From an optimization exercise on the open Yosys and OpenROAD flow, aimed at small area, a short achievable clock period and few clock cycles per item; shortcuts taken in it are not production practice.
In this exercise RTL edits were held to simulation tests only and were not proved equivalent to the original.
Power is estimated from default activity; no workload was simulated.

## juniper
==> flow/design.v <==
module subblock_chooser (
    input  wire        clk,
    input  wire        rst,
    input  wire        in_valid,
    output wire        in_ready,
    input  wire        in_first,
    input  wire        in_last,
    input  wire [23:0] in_value,
    input  wire [1:0]  in_hcnt,
    input  wire [23:0] in_hist1,
    input  wire [23:0] in_hist2,
    input  wire [23:0] in_hist3,
    output reg         out_valid,
    input  wire        out_ready,
    output reg  [1:0]  out_mode,
    output reg  [4:0]  out_param,
    output reg  [11:0] out_bits
);
    localparam NK = 23;             
    localparam NC = 4 * NK + 1;     
    localparam ESC = NK;            
    reg        rdy;                 
    reg  [1:0] outst;               
    assign in_ready = rdy;
    reg  [2:0] hold;
    wire       rdyc = (hold == 3'd0) && (outst <= 2'd1);
    wire take     = in_valid && rdyc;
    wire take_end = take && in_last;
    wire pop      = out_valid && out_ready;
    wire [2:0] hold_n = take ? ((in_first && in_last) ? 3'd4 : {1'b0, in_last, in_first})
                             : (hold != 3'd0) ? hold - 3'd1 : 3'd0;
    wire [1:0] outst_n = outst + {1'b0, take_end} - {1'b0, pop};
    always @(posedge clk) begin
        if (rst) begin
            rdy   <= 1'b1;
            outst <= 2'd0;
            hold  <= 2'd0;
        end else begin
            outst <= outst_n;
            hold  <= hold_n;
            rdy   <= (hold_n == 3'd0) && (outst_n <= 2'd1);
        end
    end
    reg        conv, conv2, va, firsta, lasta;
    reg        inblk;               
    reg [23:0] xa, y1;
    reg [24:0] t1, t2;
    reg [1:0]  ha;
    wire signed [27:0] sx  = $signed(xa);
    wire signed [27:0] sy1 = $signed(y1);
    wire signed [27:0] st1 = $signed(t1);
    wire signed [27:0] st2 = $signed(t2);
    wire signed [27:0] d1  = sx - sy1;
    wire [24:0] c12 = $signed(y1) - $signed(t1);    
    wire [24:0] c23 = t1 - t2;                      
    always @(posedge clk) begin
        if (rst) begin
            conv  <= 1'b0;
            conv2 <= 1'b0;
            va    <= 1'b0;
            inblk <= 1'b0;
        end else begin
            conv  <= take && in_first;
            conv2 <= conv && lasta;
            va    <= (take && !in_first) || (conv && !lasta) || conv2;
            if (take)
                inblk <= !in_last;
        end
        if (rdyc) begin
            xa     <= in_value;
            firsta <= in_first;
            lasta  <= in_last;
        end
        if (rdyc && !inblk) begin
            y1 <= (in_hcnt != 2'd0) ? in_hist1 : 24'd0;
            t1 <= {in_hist2[23], in_hist2};
            t2 <= {in_hist3[23], in_hist3};
            ha <= in_hcnt;
        end else if (conv) begin
            t1 <= (ha >= 2'd2) ? c12 : 25'd0;
            t2 <= (ha == 2'd3) ? c23 : (ha == 2'd2) ? c12 : 25'd0;
        end else if (va) begin
            y1 <= xa;
            t1 <= (ha != 2'd0) ? d1[24:0] : 25'd0;
            t2 <= (ha == 2'd3) ? t1 : (ha == 2'd1) ? d1[24:0] : (ha == 2'd2) ? t1 : 25'd0;
            ha <= (ha == 2'd3) ? 2'd3 : ha + 2'd1;
        end
    end
    wire signed [27:0] d2 = sx - sy1 - st1;              
    wire signed [27:0] d3 = sx - sy1 - 2 * st1 + st2;    
    wire signed [27:0] e1n = d1;
    wire signed [27:0] e2n = d2;
    wire signed [27:0] e3n = d3;
    reg        v1, first1, last1;
    reg [23:0] e0;
    reg [24:0] e1;
    reg [25:0] e2;
    reg [26:0] e3;
    always @(posedge clk) begin
        if (rst)
            v1 <= 1'b0;
        else
            v1 <= va;
        first1 <= firsta;
        last1  <= lasta;
        e0 <= xa;
        e1 <= e1n[24:0];
        e2 <= e2n[25:0];
        e3 <= e3n[26:0];
    end
    wire [26:0] un [0:3];
    assign un[0] = {3'd0, e0[22:0], 1'b0} ^ {3'd0, {24{e0[23]}}};
    assign un[1] = {2'd0, e1[23:0], 1'b0} ^ {2'd0, {25{e1[24]}}};
    assign un[2] = {1'd0, e2[24:0], 1'b0} ^ {1'd0, {26{e2[25]}}};
    assign un[3] = {e3[25:0], 1'b0} ^ {27{e3[26]}};
    reg        vb, firstb, lastb, keepb;
    reg        shb;                 
    reg        rstd, rstd2;         
    reg        s1, s2, s3, s4, s5;  
    reg [26:0] uu  [0:3];
    reg [NK-1:0] sml [0:3];
    genvar gp, gk, gb;
    generate
        for (gp = 0; gp < 4; gp = gp + 1) begin : gsml
            wire [27:5] zh;
            assign zh[27] = 1'b1;
            for (gb = 5; gb < 27; gb = gb + 1) begin : gz
                assign zh[gb] = ~|un[gp][26:gb];
            end
            for (gk = 0; gk < NK; gk = gk + 1) begin : gk_
                always @(posedge clk)
                    sml[gp][gk] <= v1 && zh[gk+5]
                                   && !(un[gp][gk+4] && un[gp][gk+3]);
            end
            always @(posedge clk)
                uu[gp] <= un[gp];
        end
    endgenerate
    always @(posedge clk) begin
        if (rst)
            vb <= 1'b0;
        else
            vb <= v1;
        firstb <= first1;
        lastb  <= last1;
        keepb  <= !(v1 && first1);
        shb    <= (vb && lastb) || s1 || s2 || rst || rstd || rstd2;
        rstd   <= rst;
        rstd2  <= rstd;
    end
    reg [11:0] acc [0:4*NK-1];
    reg [11:0] esc;                 
    generate
        for (gp = 0; gp < 4; gp = gp + 1) begin : gmode
            for (gk = 0; gk < NK; gk = gk + 1) begin : gacc
                wire [4:0] q   = uu[gp][gk+4:gk];
                wire [5:0] g   = sml[gp][gk] ? (6'd47 - gk - {1'b0, q}) : 6'd0;
                wire [11:0] a  = {acc[gp*NK+gk][11:9] & {3{keepb}},
                                  acc[gp*NK+gk][8:0]};
                wire [6:0] c;
                wire [5:0] slo;
                assign c[0] = 1'b0;
                for (gb = 0; gb < 6; gb = gb + 1) begin : glo
                    assign slo[gb]  = a[gb] ^ g[gb] ^ c[gb];
                    assign c[gb+1]  = (a[gb] & g[gb]) | (a[gb] & c[gb]) | (g[gb] & c[gb]);
                end
                wire [5:0] pr;
                wire [5:0] shi;
                assign pr[0] = 1'b1;
                for (gb = 1; gb < 6; gb = gb + 1) begin : gpr
                    assign pr[gb] = pr[gb-1] & a[5+gb];
                end
                for (gb = 0; gb < 6; gb = gb + 1) begin : ghi
                    assign shi[gb] = a[6+gb] ^ (c[6] & pr[gb]);
                end
                wire [11:0] sum = (gk >= 16) ? {1'b0, shi[4:0], slo} : {shi, slo};
                always @(posedge clk) begin
                    acc[gp*NK+gk][11:3] <= shb ? acc[gp*NK+gk][8:0] : sum[11:3];
                    acc[gp*NK+gk][2:0]  <= shb ? 3'd0 : sum[2:0];
                end
            end
        end
    endgenerate
    always @(posedge clk)
        if (vb)
            esc <= firstb ? 12'd24 : esc + 12'd24;
    reg [NC-1:0] al;                
    reg [11:0]   mn;                
    reg [11:0]   esc5;              
    wire [2:0] escq = s1 ? esc[11:9] : s2 ? esc[8:6] : s3 ? esc[5:3] : esc[2:0];
    wire [2:0] cv [0:NC-1];
    genvar g;
    generate
        for (g = 0; g < NC; g = g + 1) begin : gcand
            if (g < NK)
                assign cv[g] = ~acc[g][11:9];
            else if (g == ESC)
                assign cv[g] = ~escq;
            else
                assign cv[g] = ~acc[g-1][11:9];
        end
    endgenerate
    wire [NC-1:0] bp [0:2];
    genvar gi, gj;
    generate
        for (gj = 0; gj < 3; gj = gj + 1) begin : gplane
            for (gi = 0; gi < NC; gi = gi + 1) begin : gbit
                assign bp[gj][gi] = cv[gi][gj];
            end
        end
    endgenerate
    wire anyh = |(al & ~bp[2]);
    wire x    = |(al & ~bp[2] & ~bp[1]);
    wire y    = |(al & ~bp[1]);
    wire anyl = anyh ? x : y;
    wire z00  = |(al & ~bp[2] & ~bp[1] & ~bp[0]);
    wire z01  = |(al & ~bp[2] &  bp[1] & ~bp[0]);
    wire z10  = |(al &  bp[2] & ~bp[1] & ~bp[0]);
    wire z11  = |(al &  bp[2] &  bp[1] & ~bp[0]);
    wire any0 = anyh ? (anyl ? z00 : z01) : (anyl ? z10 : z11);
    wire [NC-1:0] aln = al & ~(bp[2] & {NC{anyh}}) & ~(bp[1] & {NC{anyl}})
                           & ~(bp[0] & {NC{any0}});
    integer i;
    always @(posedge clk) begin
        if (rst) begin
            s1 <= 1'b0;
            s2 <= 1'b0;
            s3 <= 1'b0;
            s4 <= 1'b0;
            s5 <= 1'b0;
        end else begin
            s1 <= vb && lastb;
            s2 <= s1;
            s3 <= s2;
            s4 <= s3;
            s5 <= s4;
        end
        esc5 <= esc;
        al <= (s1 || s2 || s3 || s4) ? aln : {NC{1'b1}};
        mn <= {mn[8:0], !anyh, !anyl, !any0};
    end
    reg [1:0]  pm;
    reg [4:0]  pk;
    always @(*) begin
        pm = 2'd0;
        pk = 5'd0;
        for (i = NC - 1; i >= 0; i = i - 1) begin
            if (al[i]) begin
                if (i < NK) begin
                    pm = 2'd0;
                    pk = i;
                end else if (i == ESC) begin
                    pm = 2'd0;
                    pk = 5'd31;
                end else begin
                    pm = (i - 1) / NK;
                    pk = (i - 1) % NK;
                end
            end
        end
    end
    wire [11:0] bits = {esc5[10:0], 1'b0} + mn + 12'd9;
    reg        qv;
    reg [1:0]  qmode;
    reg [4:0]  qparam;
    reg [11:0] qbits;
    always @(posedge clk) begin
        if (rst) begin
            out_valid <= 1'b0;
            qv        <= 1'b0;
        end else begin
            if (!out_valid || out_ready) begin
                if (qv) begin
                    out_valid <= 1'b1;
                    out_mode  <= qmode;
                    out_param <= qparam;
                    out_bits  <= qbits;
                    qv        <= s5;
                    qmode     <= pm;
                    qparam    <= pk;
                    qbits     <= bits;
                end else begin
                    out_valid <= s5;
                    out_mode  <= pm;
                    out_param <= pk;
                    out_bits  <= bits;
                end
            end else if (s5) begin
                qv     <= 1'b1;
                qmode  <= pm;
                qparam <= pk;
                qbits  <= bits;
            end
        end
    end
endmodule
Settings: LEC_CHECK=0, CAP_MARGIN=20, CORE_MARGIN=2, CORE_UTILIZATION=60, CTS_CLUSTER_DIAMETER=80, CTS_CLUSTER_SIZE=22, PLACE_DENSITY=0.72, SLEW_MARGIN=20; clock period 20.0 ns.
run.sh (not shown) runs the stock make flow with config.mk's settings and CLKGATE_MAP_FILE= SYNTH_SCRIPT=/design/flow/synth_recipe.tcl, a recipe that flattens the netlist after the stock synthesis.
Testbench counts of juniper, summed over its fixed seeds: cycles 75,117, subblocks 1,280.
Setup changes, juniper to indigo
diff --git a/flow/config.mk b/flow/config.mk
--- a/flow/config.mk
+++ b/flow/config.mk
@@ -6,5 +6,5 @@
 export NUM_CORES = 4
 export LEC_CHECK = 0
-export CAP_MARGIN = 20
+export CAP_MARGIN = 30
 export CORE_MARGIN = 2
 export CORE_UTILIZATION = 60
@@ -12,3 +12,3 @@
 export CTS_CLUSTER_SIZE = 22
 export PLACE_DENSITY = 0.72
-export SLEW_MARGIN = 20
+export SLEW_MARGIN = 45
==> notes.md <==
indigo vs. juniper: switching share of total power went up by 0.21 points.
Taking juniper as the reference point, the cell area of indigo rises by 390 µm².
Comparing indigo with juniper, the total power density per cell area came out essentially unchanged.
indigo was carried through to the last stage, and its layout satisfied the timing, DRC and antenna checks.
Relative to juniper, clock period minus final worst setup slack decreased by 0.12 ns in indigo.
The setup slack of indigo is larger than that of juniper.
Headroom to the max-slew limit: indigo vs juniper up 18 points
Transition at the pin with the smallest max-transition slack in indigo vs juniper: down 0.28 ns
From indigo to juniper, number of clock sinks did not move at all.
Final total power: indigo > juniper
Any difference in share of total power in the clock network between indigo and juniper is small enough to ignore.
Max area growth from synthesis to final layout across juniper and indigo: indigo
The inputs of umber differ from those of indigo as listed below.
diff --git a/flow/config.mk b/flow/config.mk
--- a/flow/config.mk
+++ b/flow/config.mk
@@ -6,5 +6,5 @@
 export NUM_CORES = 4
 export LEC_CHECK = 0
-export CAP_MARGIN = 30
+export CAP_MARGIN = 50
 export CORE_MARGIN = 2
 export CORE_UTILIZATION = 60
@@ -12,3 +12,3 @@
 export CTS_CLUSTER_SIZE = 22
 export PLACE_DENSITY = 0.72
-export SLEW_MARGIN = 45
+export SLEW_MARGIN = 70
[summary]
Compared with indigo, sum of internal, switching and leakage power in umber increased by a few percent.
Global-route met1 utilization for umber: 0.30 points up relative to indigo
In terms of number of multi-input logic gates, umber and indigo differ only marginally.
Compared to indigo, umber leaves less free space in the core.
Re via count: umber is 0.60% up on indigo.
Against indigo, umber comes in 0.38 points higher on total routing resource utilization after global routing.
Against indigo, umber reports a area added between synthesis and finish that is higher.
umber has via count of the first global-routing pass above what indigo had.
Input changes introduced in onyx (baseline for comparison: umber):
diff --git a/flow/config.mk b/flow/config.mk
--- a/flow/config.mk
+++ b/flow/config.mk
@@ -6,4 +6,5 @@
 export NUM_CORES = 4
 export LEC_CHECK = 0
+export ABC_AREA = 1
 export CAP_MARGIN = 50
 export CORE_MARGIN = 2
==> comparison <==
- On onyx: count of non-CTS buffers in the layout is 118 lower than what umber gave.
- Note that the count of non-filler cells in the finished layout recorded for umber amounts to 0.869 times the value seen in onyx.
- onyx | stages: all done | timing, DRC, antenna: all pass
- Going from umber to onyx, the area after synthesis was found to have gone down by 2.6%.
- Relative to umber, the share of cell area taken by muxes after synthesis of onyx is lower by 5.3 points.
- The setup slack of onyx was inferior to that of umber.
- Total leakage power (onyx vs. umber) increases by a few percent
- Between onyx and umber, it is onyx whose average wire length per cell after detail routing is lower, by 24%.
- Looking at wire length of the first global-routing pass, onyx sits 6.8% below umber.
- Final critical path time including I/O delays and setup is lower on umber
- Total wire length after detailed routing in onyx is about 13% below umber.
- Complex-gate fraction of the synthesized area in onyx vs umber: down 1.8 points
The following lists how tundra was set up differently from onyx:
diff --git a/flow/config.mk b/flow/config.mk
--- a/flow/config.mk
+++ b/flow/config.mk
@@ -7,5 +7,5 @@
 export LEC_CHECK = 0
 export ABC_AREA = 1
-export CAP_MARGIN = 50
+export CAP_MARGIN = 30
 export CORE_MARGIN = 2
 export CORE_UTILIZATION = 60
@@ -13,3 +13,3 @@
 export CTS_CLUSTER_SIZE = 22
 export PLACE_DENSITY = 0.72
-export SLEW_MARGIN = 70
+export SLEW_MARGIN = 45
### Flow results
onyx did not stop at any stage, and its layout met the timing, DRC and antenna checks. The flow did not stop early for tundra: all stages ran, and the layout cleared the timing, DRC and antenna checks. The largest net degree at the start of global routing reported for tundra is greater than that of onyx by 47. Compared with onyx, tundra has extra setup slack. tundra vs onyx, worst hold-check slack went down by 0.0034 ns. Status: number of vias per cell after detailed routing parity (tundra, onyx). Looking only at total via count after detailed routing, and setting everything else aside, the lower value of onyx and tundra goes to tundra. Between tundra and onyx, it is tundra whose layout-stage area growth over the synthesis result is lower, by 2.9 points. Comparing the two runs side by side, tundra comes out behind onyx on pre-CTS worst setup slack.

[afterwards: timing with drivers on the ports]
Ports are ideal in the flow. The routed layouts listed here were re-timed in OpenROAD. Step 1: set_driving_cell puts a clkbuf_16 on clk and a buf_2 on each other input, an assumption about the parent block. Step 2 times the ports against the registers' clock, not the clock port: input delays grow and output delays shrink by t, the midpoint of the rising clock arrivals with the driver on. Three values: ideal, step 1, step 2; two values: the first two.
run	shift t [ns]	setup WS [ns]	latest minus earliest clock arrival (ns)	worst data-port slew with drivers (ns)	cell pins on the clock port's net
juniper	0.865	14.188 / 14.188 / 13.850	0.064 / 0.064	0.06	1
indigo	0.859	14.303 / 14.218 / 13.859	0.075 / 0.075	0.07	1
umber	0.847	14.323 / 14.241 / 14.147	0.067 / 0.067	0.06	1
onyx	0.844	13.706 / 13.706 / 13.706	0.036 / 0.036	0.10	1
tundra	0.845	13.772 / 13.772 / 13.533	0.040 / 0.041	0.09	1
After both steps every run listed still meets setup and hold. For indigo, which loses most, drivers alone change the setup slack by -0.085 ns; drivers and shift together by -0.444 ns.
